This is an optimization exercise on Yosys and OpenROAD, whose aim is small area, a short achievable clock period and few clock cycles, not a production implementation.
At most, simulation tests tie the RTL to the original design; equivalence was not proved.
For run 1, only the layout was checked, not whether the RTL still works.

==> flow/design.v, too long to show whole: its modules and the start of the top module <==
// module fpu32: 149 lines
// module fpu32_exec: 116 lines
// module fpu32_sum: 21 lines
// module fpu32_lzc: 45 lines
// module fpu32_mul24: 1573 lines
// module fpu32_cadd78: 455 lines
// module fpu32_badd48: 279 lines
// module fpu32_round: 70 lines
// module fpu32_cadd34: 197 lines
module fpu32 (
    input  wire        clk,
    input  wire        rst,         
    input  wire        in_valid,
    output wire        in_ready,
    input  wire [2:0]  in_op,       
    input  wire [1:0]  in_rm,       
    input  wire [2:0]  in_rel,      
    input  wire [31:0] in_a,
    input  wire [31:0] in_b,
    input  wire [31:0] in_c,        
    output reg         out_valid,
    output reg  [31:0] out_result,
    output reg  [4:0]  out_flags    
);
  // ...
==> flow/run.sh <==
#!/bin/bash
# synth_recipe.tcl (not shown) runs the flow's synth.tcl, then flattens the netlist and writes it again
# the make line also repeats each setting of config.mk as NAME=value (left out here)
make -C /OpenROAD-flow-scripts/flow DESIGN_CONFIG=/design/flow/config.mk WORK_HOME=/design/flow/orfs CLKGATE_MAP_FILE= SYNTH_SCRIPT=/design/flow/synth_recipe.tcl finish
==> flow/config.mk <==
export PLATFORM = sky130hd
export DESIGN_NAME = fpu32
export DESIGN_NICKNAME = fpu32
export VERILOG_FILES = /design/flow/design.v
export SDC_FILE = /design/flow/constraint.sdc
export NUM_CORES = 4
export LEC_CHECK = 0
export CAP_MARGIN = 20
export CORE_MARGIN = 2
export CORE_UTILIZATION = 55
export SLEW_MARGIN = 20
==> flow/constraint.sdc <==
create_clock -name core_clock -period 34.0 [get_ports {clk}]
set_input_delay 6.8000 -clock core_clock [delete_from_list [all_inputs] [get_ports {clk}]]
set_output_delay 6.8000 -clock core_clock [all_outputs]
set_load 0.01 [all_outputs]
==> results.sh, run 1 <==
export IMPL_final_max_slew_viol_count=0
export IMPL_synth_top_family_by_area="compound AO/OA/AOI/OAI gates"
export IMPL_cts_setup_buffers=0
export IMPL_yosysUniqueCellTypes=106
export IMPL_num_rows=105
export IMPL_place_area_sq_um=47300
export IMPL_synth_area_leaders="dfxtp_1 20%, fa_1 13%, ha_1 6.9%, xnor2_1 6.8%, a22oi_1 4.6%"
export IMPL_hold_ws_ps=315
export IMPL_signal_buffers=262
export IMPL_die_x_um=290
export IMPL_wl_met1_um=69100
export IMPL_hold_path_end="s2_spec_res[31]$_DFF_P_"
export IMPL_max_freq_mhz=113
export IMPL_place_congestion=1.01
export IMPL_antenna_left=0
export IMPL_drive_gt1_frac=0.0628
export IMPL_slowest_stage="fa_1"
export IMPL_clkCellAreaFrac=0.0385
export IMPL_bufAreaShareNonClock=0.0472
export IMPL_postLayoutCoreUtil=0.603
export IMPL_critical_path_startpoint="s0_a[1]$_DFF_P_"
export IMPL_sh_seq_area=0.187
export IMPL_slew_headroom=0.212
export IMPL_crit_top_cell="fa_1"
export IMPL_status="finished clean"
export IMPL_dr_total_vias=42400
export IMPL_areaGrowthSynthToFinish_pct=9.16
export IMPL_final_cells=6520
export IMPL_wl_met2_um=76500
export IMPL_crit_path_end_kind="flip-flop"
export IMPL_drtPass1Iterations=7
export IMPL_syn_avg_cell_area_sq_um=8.23
export IMPL_n_antenna_cell=4
export IMPL_multi_input_area_sq_um=32600
export IMPL_grt_pass1_vias=40700
export IMPL_layout_common_cells="478 x inv_1, 457 x dfxtp_1, 409 x nand2_1, 371 x nor2_1, 348 x xnor2_1"
export IMPL_synth_simple_area_share=0.148
export IMPL_clk_latency_ps=640
export IMPL_largest_reg_flops=78
==> module fpu32, before the edit <==
module fpu32 (
    input  wire        clk,
    input  wire        rst,         
    input  wire        in_valid,
    output wire        in_ready,
    input  wire [2:0]  in_op,       
    input  wire [1:0]  in_rm,       
    input  wire [2:0]  in_rel,      
    input  wire [31:0] in_a,
    input  wire [31:0] in_b,
    input  wire [31:0] in_c,        
    output reg         out_valid,
    output reg  [31:0] out_result,
    output reg  [4:0]  out_flags    
);
    assign in_ready = 1'b1;
    wire i_add = !in_op[2] && !in_op[1];
    wire i_fma = !in_op[2] && in_op[1] && in_op[0];
    reg        s0_valid;
    reg        s0_sub, s0_fma, s0_cmp;
    reg [1:0]  s0_rm;
    reg [2:0]  s0_rel;
    reg [31:0] s0_a, s0_y, s0_z;
    always @(posedge clk) begin
        s0_valid <= !rst && in_valid;
        s0_sub   <= i_add && in_op[0];
        s0_fma   <= i_fma;
        s0_cmp   <= in_op[2];
        s0_rm    <= in_rm;
        s0_rel   <= in_rel;
        s0_a     <= in_a;
        s0_y     <= i_add ? 32'h3F80_0000 : in_b;
        s0_z     <= i_add ? {in_b[31] ^ in_op[0], in_b[30:0]} :
                    i_fma ? in_c : {in_a[31] ^ in_b[31], 31'd0};
    end
    wire [47:0] e_prod;
    wire [77:0] e_addend;
    wire        e_sticky, e_sub, e_sp, e_sz;
    wire [10:0] e_ebase;
    wire        e_spec, e_spec_nv;
    wire [31:0] e_spec_res;
    fpu32_exec u_exec (
        .is_sub   (s0_sub),
        .is_fma   (s0_fma),
        .is_cmp   (s0_cmp),
        .rel      (s0_rel),
        .x        (s0_a),
        .y        (s0_y),
        .z        (s0_z),
        .prod     (e_prod),
        .addend   (e_addend),
        .sticky   (e_sticky),
        .sub      (e_sub),
        .sp       (e_sp),
        .sz       (e_sz),
        .ebase    (e_ebase),
        .spec     (e_spec),
        .spec_res (e_spec_res),
        .spec_nv  (e_spec_nv)
    );
    reg        s1_valid;
    reg [1:0]  s1_rm;
    reg [47:0] s1_prod;
    reg [77:0] s1_addend;
    reg        s1_sticky, s1_sub, s1_sp, s1_sz;
    reg [10:0] s1_ebase;
    reg        s1_spec, s1_spec_nv;
    reg [31:0] s1_spec_res;
    always @(posedge clk) begin
        s1_valid    <= !rst && s0_valid;
        s1_rm       <= s0_rm;
        s1_prod     <= e_prod;
        s1_addend   <= e_addend;
        s1_sticky   <= e_sticky;
        s1_sub      <= e_sub;
        s1_sp       <= e_sp;
        s1_sz       <= e_sz;
        s1_ebase    <= e_ebase;
        s1_spec     <= e_spec;
        s1_spec_res <= e_spec_res;
        s1_spec_nv  <= e_spec_nv;
    end
    wire [76:0] m_mag;
    wire [6:0]  m_lz;
    wire        m_zero, m_sign;
    fpu32_sum u_sum (
        .prod   (s1_prod),
        .addend (s1_addend),
        .sticky (s1_sticky),
        .sub    (s1_sub),
        .sp     (s1_sp),
        .sz     (s1_sz),
        .mag    (m_mag),
        .lz     (m_lz),
        .zero   (m_zero),
        .sign   (m_sign)
    );
    reg        s2_valid;
    reg [1:0]  s2_rm;
    reg [76:0] s2_mag;
    reg [6:0]  s2_lz;
    reg        s2_zero, s2_sign, s2_sticky, s2_zsign;
    reg [10:0] s2_ebase;
    reg [6:0]  s2_elim;
    reg        s2_spec, s2_spec_nv;
    reg [31:0] s2_spec_res;
    always @(posedge clk) begin
        s2_valid    <= !rst && s1_valid;
        s2_rm       <= s1_rm;
        s2_mag      <= m_mag;
        s2_lz       <= m_lz;
        s2_zero     <= m_zero;
        s2_sign     <= m_sign;
        s2_sticky   <= s1_sticky;
        s2_zsign    <= (s1_sp == s1_sz) ? s1_sp : (s1_rm == 2'd3);
        s2_ebase    <= s1_ebase;
        s2_elim     <= ($signed(s1_ebase) <= 11'sd1)  ? 7'd0 :
                       ($signed(s1_ebase) >= 11'sd128) ? 7'd127 : s1_ebase[6:0] - 7'd1;
        s2_spec     <= s1_spec;
        s2_spec_res <= s1_spec_res;
        s2_spec_nv  <= s1_spec_nv;
    end
    wire [31:0] r_result;
    wire [4:0]  r_flags;
    fpu32_round u_round (
        .rm     (s2_rm),
        .sign   (s2_sign),
        .mag    (s2_mag),
        .lz     (s2_lz),
        .sticky (s2_sticky),
        .ebase  (s2_ebase),
        .elim   (s2_elim),
        .result (r_result),
        .flags  (r_flags)
    );
    always @(posedge clk) begin
        out_valid <= !rst && s2_valid;
        if (s2_spec) begin
            out_result <= s2_spec_res;
            out_flags  <= {s2_spec_nv, 4'd0};
        end else if (s2_zero) begin
            out_result <= {s2_zsign, 31'd0};
            out_flags  <= 5'd0;
        end else begin
            out_result <= r_result;
            out_flags  <= r_flags;
        end
    end
endmodule
==> module fpu32_sum, before the edit <==
module fpu32_sum (
    input  wire [47:0] prod,
    input  wire [77:0] addend,
    input  wire        sticky,
    input  wire        sub,
    input  wire        sp,
    input  wire        sz,
    output wire [76:0] mag,
    output wire [6:0]  lz,
    output wire        zero,
    output wire        sign
);
    wire [77:0] s0, s1;
    fpu32_cadd78 u_add (.x({28'd0, prod, 2'd0}), .y(addend), .s0(s0), .s1(s1));
    wire neg  = sub && s0[77];
    wire use1 = sub && !sticky;
    assign mag  = neg ? ~s0[76:0] : use1 ? s1[76:0] : s0[76:0];
    assign sign = neg ? sz : sp;
    fpu32_lzc u_lzc (.v({mag, 1'b1, 50'd0}), .lz(lz));
    assign zero = (lz == 7'd77);
endmodule
==> module fpu32_round, before the edit <==
module fpu32_round (
    input  wire [1:0]  rm,
    input  wire        sign,
    input  wire [76:0] mag,
    input  wire [6:0]  lz,
    input  wire        sticky,     
    input  wire [10:0] ebase,
    input  wire [6:0]  elim,       
    output reg  [31:0] result,
    output reg  [4:0]  flags
);
    localparam RM_RNE = 2'd0, RM_RZ = 2'd1, RM_RU = 2'd2, RM_RD = 2'd3;
    wire [6:0] s = (elim < lz) ? elim : lz;
    wire [76:0] t1 = s[6] ? (mag << 64) : mag;
    wire [76:0] t2 = s[5] ? (t1 << 32) : t1;
    wire [76:0] t3 = s[4] ? (t2 << 16) : t2;
    wire [76:0] t4 = s[3] ? (t3 << 8)  : t3;
    wire [76:0] t5 = s[2] ? (t4 << 4)  : t4;
    wire [76:0] t6 = s[1] ? (t5 << 2)  : t5;
    wire [76:0] t7 = s[0] ? (t6 << 1)  : t6;
    wire [76:51] n = t7[76:51];
    wire [10:0] eres = ebase - {4'd0, s};
    reg [50:0] low;
    integer k;
    always @* begin
        for (k = 0; k < 51; k = k + 1)
            low[k] = (s <= 7'd50 - k);
    end
    wire        norm  = n[76];
    wire [23:0] kept  = n[76:53];
    wire        rbit  = n[52];
    wire        st2   = (|(mag[50:0] & low)) | sticky;
    wire        stick = n[51] | st2;
    wire        inexact = rbit | stick;
    reg up;
    always @* begin
        case (rm)
            RM_RNE:  up = rbit && (stick || kept[0]);
            RM_RZ:   up = 1'b0;
            RM_RU:   up = inexact && !sign;
            default: up = inexact && sign;
        endcase
    end
    wire [10:0] ef   = norm ? eres : 11'd0;
    wire [33:0] base = {ef, kept[22:0]};
    wire [33:0] bp1, bp0_unused;
    fpu32_cadd34 u_inc (.x(base), .y(34'd0), .s0(bp0_unused), .s1(bp1));
    wire [33:0] inc  = up ? bp1 : base;
    wire        ovf  = (ef >= 11'd255) || ((ef == 11'd254) && (&kept[22:0]) && up);
    reg u_up;
    always @* begin
        case (rm)
            RM_RNE:  u_up = n[51] && (st2 || n[52]);
            RM_RZ:   u_up = 1'b0;
            RM_RU:   u_up = (n[51] || st2) && !sign;
            default: u_up = (n[51] || st2) && sign;
        endcase
    end
    wire tiny = !norm && !((&n[75:52]) && u_up);
    wire to_inf = (rm == RM_RNE) || (rm == RM_RU && !sign) || (rm == RM_RD && sign);
    always @* begin
        if (ovf) begin
            result = to_inf ? {sign, 8'hFF, 23'd0} : {sign, 8'hFE, 23'h7FFFFF};
            flags  = 5'b00101;
        end else begin
            result = {sign, inc[30:0]};
            flags  = {3'b000, tiny && inexact, inexact};
        end
    end
endmodule
==> inputs of run 2 (changes only) <==
--- a/flow/design.v
+++ b/flow/design.v
@@ -90,6 +90,7 @@
         .sub    (s1_sub),
         .sp     (s1_sp),
         .sz     (s1_sz),
+        .ebase  (s1_ebase),
         .mag    (m_mag),
         .lz     (m_lz),
         .zero   (m_zero),
@@ -101,7 +102,6 @@
     reg [6:0]  s2_lz;
     reg        s2_zero, s2_sign, s2_sticky, s2_zsign;
     reg [10:0] s2_ebase;
-    reg [6:0]  s2_elim;
     reg        s2_spec, s2_spec_nv;
     reg [31:0] s2_spec_res;
     always @(posedge clk) begin
@@ -114,8 +114,6 @@
         s2_sticky   <= s1_sticky;
         s2_zsign    <= (s1_sp == s1_sz) ? s1_sp : (s1_rm == 2'd3);
         s2_ebase    <= s1_ebase;
-        s2_elim     <= ($signed(s1_ebase) <= 11'sd1)  ? 7'd0 :
-                       ($signed(s1_ebase) >= 11'sd128) ? 7'd127 : s1_ebase[6:0] - 7'd1;
         s2_spec     <= s1_spec;
         s2_spec_res <= s1_spec_res;
         s2_spec_nv  <= s1_spec_nv;
@@ -126,10 +124,9 @@
         .rm     (s2_rm),
         .sign   (s2_sign),
         .mag    (s2_mag),
-        .lz     (s2_lz),
+        .s      (s2_lz),
         .sticky (s2_sticky),
         .ebase  (s2_ebase),
-        .elim   (s2_elim),
         .result (r_result),
         .flags  (r_flags)
     );
@@ -270,8 +267,9 @@
     input  wire        sub,
     input  wire        sp,
     input  wire        sz,
+    input  wire [10:0] ebase,
     output wire [76:0] mag,
-    output wire [6:0]  lz,
+    output wire [6:0]  lz,          
     output wire        zero,
     output wire        sign
 );
@@ -281,8 +279,16 @@
     wire use1 = sub && !sticky;
     assign mag  = neg ? ~s0[76:0] : use1 ? s1[76:0] : s0[76:0];
     assign sign = neg ? sz : sp;
-    fpu32_lzc u_lzc (.v({mag, 1'b1, 50'd0}), .lz(lz));
-    assign zero = (lz == 7'd77);
+    wire [6:0] elim = ($signed(ebase) <= 11'sd1)  ? 7'd0 :
+                      ($signed(ebase) >= 11'sd128) ? 7'd127 : ebase[6:0] - 7'd1;
+    reg  [76:0] mark;
+    integer k;
+    always @* begin
+        for (k = 0; k < 77; k = k + 1)
+            mark[k] = (elim == 7'd76 - k);
+    end
+    fpu32_lzc u_lzc (.v({mag | mark, 1'b1, 50'd0}), .lz(lz));
+    assign zero = ~|mag;
 endmodule
 module fpu32_lzc (
     input  wire [127:0] v,
@@ -2640,15 +2646,13 @@
     input  wire [1:0]  rm,
     input  wire        sign,
     input  wire [76:0] mag,
-    input  wire [6:0]  lz,
+    input  wire [6:0]  s,          
     input  wire        sticky,     
     input  wire [10:0] ebase,
-    input  wire [6:0]  elim,       
     output reg  [31:0] result,
     output reg  [4:0]  flags
 );
     localparam RM_RNE = 2'd0, RM_RZ = 2'd1, RM_RU = 2'd2, RM_RD = 2'd3;
-    wire [6:0] s = (elim < lz) ? elim : lz;
     wire [76:0] t1 = s[6] ? (mag << 64) : mag;
     wire [76:0] t2 = s[5] ? (t1 << 32) : t1;
     wire [76:0] t3 = s[4] ? (t2 << 16) : t2;
--- a/flow/config.mk
+++ b/flow/config.mk
@@ -8,4 +8,4 @@
 export CAP_MARGIN = 20
 export CORE_MARGIN = 2
 export CORE_UTILIZATION = 55
-export SLEW_MARGIN = 20
+export SLEW_MARGIN = 70
==> results.sh, run 2 <==
export IMPL_status="finished clean"
export IMPL_synthAdderAreaFrac=0.198
export IMPL_ios=146
export IMPL_rrSetupSlack_ps=25790
export IMPL_drtPass1Iterations=6
export IMPL_synthCells=5415
export IMPL_synth_edf_count=0
export IMPL_slowest_stage="clkdlybuf4s50_1"
export IMPL_die_x_um=292
export IMPL_dieHeight_um=292
export IMPL_dieArea_sq_um=85400
export IMPL_syn_avg_cell_area_sq_um=8.44
export IMPL_worst_clock_skew_ps=40.3
export IMPL_synthXorXnorAreaFrac=0.0932
export IMPL_synth_compound_area_frac=0.218
export IMPL_path_clk_slew_ps=70
export IMPL_grt_pass1_vias=40600
export IMPL_grt_pass1_wl_um=260000
export IMPL_largest_reg_flops=78
export IMPL_drive_gt1_frac=0.129
export IMPL_final_hold_viol_count=0
export IMPL_synthesis_nets=6064
export IMPL_clk_latency_ps=630
export IMPL_hp_class="flip-flop to flip-flop"
export IMPL_layout_setup_ws_ps=25730
export IMPL_areaGrowthSynthToFinish_pct=13.8
export IMPL_antenna_left=0
export IMPL_synth_simple_area_share=0.140
export IMPL_cts_tree="built"
export IMPL_setup_violations=0
export IMPL_yosysMostFrequentCell="inv_1"
export IMPL_drt_initial_drc_count=4826
export IMPL_cts_root_buf="clkbuf_16"
export IMPL_place_ws_ps=25650
export IMPL_max_stage_delay_ps=550
export IMPL_ys_warn_count=4
export IMPL_muxShareOfSynthArea=0.0748
export IMPL_cts_setup_buffers=0
export IMPL_synth_seq_cells=453
export IMPL_slew_headroom=0.652
export IMPL_layout_commonest_cell="inv_1"
export IMPL_top_register="s1_addend"
export IMPL_maxCapViolCount=0
export IMPL_totalWireLength_um=175000
export IMPL_fin_setup_tns_ps=0
export IMPL_synthFlopType="dfxtp_1"
export IMPL_nets=6030
export IMPL_rsz0062_at_grt="false"
export IMPL_avgViaCountPerCell=6.58
export IMPL_critPathLaunchType="flip-flop"
export IMPL_async_flop_share=0
export IMPL_path_cells="clkdlybuf4s50_1"
export IMPL_postCtsResizedCells=0
export IMPL_post_route_period_util=0.243
export IMPL_period_needed_ps=8270
export IMPL_synth_top_area_cell="dfxtp_1"
export IMPL_synth_top_family_by_area="compound AO/OA/AOI/OAI gates"
export IMPL_tightest_slew_ps=510
export IMPL_largestRegisters="s1_addend x78, s2_mag x77, s1_prod x48"
export IMPL_fillerInstances=7153
export IMPL_critPathMaxFanout=1
export IMPL_critPathTopFamily="buffers and inverters"
export IMPL_yosysUniqueCellTypes=112
export IMPL_cts_max_level=2
export IMPL_synthesis_area_sq_um=45700
export IMPL_grt_antenna_before_repair=10
export IMPL_grt_total_usage=0.400
export IMPL_synth_top_cell_area_share=0.198
export IMPL_worstSetupPathType="flip-flop to primary output"
export IMPL_dr_total_vias=42700
export IMPL_grt_overflow=0
export IMPL_port_buffer_count=143
export IMPL_critPathArrivalTime_ps=1470
export IMPL_ys_seq_area_frac=0.198
export IMPL_layout_common_cells="484 x inv_1, 403 x dfxtp_1, 343 x nand2_1, 339 x nor2_1, 320 x a22oi_1"
export IMPL_place_congestion=1.01
export IMPL_initial_core_util=0.556
export IMPL_tritoncts_num_buffers=50
export IMPL_grt_max_degree=68
export IMPL_route_detailed_drc=0
export IMPL_crit_buf_inv=1
export IMPL_critPathRequiredTime_ps=27200
export IMPL_synth_area_leaders="dfxtp_1 20%, fa_1 13%, ha_1 6.6%, xnor2_1 6.3%, a22oi_1 5.3%"
export IMPL_cts_sinks=453
export IMPL_dp_hpwl_um=135000
export IMPL_cts_max_path_buffers=3
export IMPL_final_max_slew_viol_count=0
export IMPL_core_area_sq_um=82100
export IMPL_hold_buffers=0
export IMPL_crit_path_end_kind="primary output"
export IMPL_wire_per_inst_um=26.9
export IMPL_max_freq_mhz=121
export IMPL_num_rows=105
export IMPL_yosys_top_cells_count="486 x inv_1, 453 x dfxtp_1, 374 x nor2_1"
==> run 2: area by class of cell <==
| cell class | instances | area [sq um] | share of cell area |
|---|---|---|---|
| Clock inverter | 31 | 382 | 0.00734 |
| Clock buffer | 61 | 1370 | 0.0264 |
| Antenna cell | 4 | 10.0 | 0.000193 |
| Timing Repair Buffer | 306 | 3060 | 0.0588 |
| Sequential cell | 453 | 9140 | 0.176 |
| Multi-Input combinational cell | 4075 | 34800 | 0.670 |
| Tap cell | 1070 | 1340 | 0.0258 |
| Inverter | 495 | 1880 | 0.0361 |
==> run 2: per-layer routing <==
layer,track usage,part of all wire
met1,0.531,0.40
met3,0.0824,0.10
met2,0.621,0.44
met4,0.199,0.059
met5,0,0.00038
==> run 2: final timing paths <==
| check | depth (start not counted) | endpoint | from |
|---|---|---|---|
| worst max-delay path | 1 | out_result[23] | out_result[23]$_DFF_P_ |
| worst min-delay path | 0 | s2_spec_res[17]$_DFF_P_ | s1_spec_res[17]$_SDFF_PP0_ |
| worst max register to register | 29 | s1_prod[47]$_DFF_P_ | s0_a[1]$_DFF_P_ |
| worst min register to register | 0 | s2_spec_res[17]$_DFF_P_ | s1_spec_res[17]$_SDFF_PP0_ |
==> run 2: per-stage QoR <==
stage               instance area (sq um)   util  hold slack (ps)  instances
floorplan                           45700      -              310       5415
global placement                    47800  0.582              311       6346
detailed placement                  49600  0.604              312       6389
CTS                                 51400  0.626              325       6481
global route                        52000  0.633              332       6491
finish                              52000  0.633              318       6495
==> run 2: cell families after synthesis <==
group                    after synthesis
AO/OA/AOI/OAI                       1430
XOR/XNOR                             486
adder cells (fa/ha/maj)              544
buffers and inverters                887
flip-flops                           453
multiplexers                         299
other                                  2
AND/OR/NAND/NOR                     1314
Testbench counts of run 2, summed over its fixed seeds: cycles 24,032.

## port drivers added, routing unchanged
The results above use ideal ports. As a check the final layouts listed here were re-extracted and re-timed, cells and wires unchanged. Step 1 assumes that a clkbuf_16 drives the clock port and a buf_2 every other input. Step 2, shift: input delay + t, output delay - t, t = (earliest + latest rising clock arrival at the registers) / 2. This alone moves slack from input paths to output paths. Three values: ideal ports, drivers, drivers and shift; two values: the first two.
run	t (ns)	slack for setup (ns)	worst setup path after step 2
run 1	0.692	25.168 / 25.168 / 25.168	register to register
run 2	0.682	25.734 / 25.660 / 25.692	input to register
After both steps setup and hold are still met in every run listed. The setup slack of run 2, which loses most, moves by -0.074 ns with the drivers and by -0.042 ns with both steps.
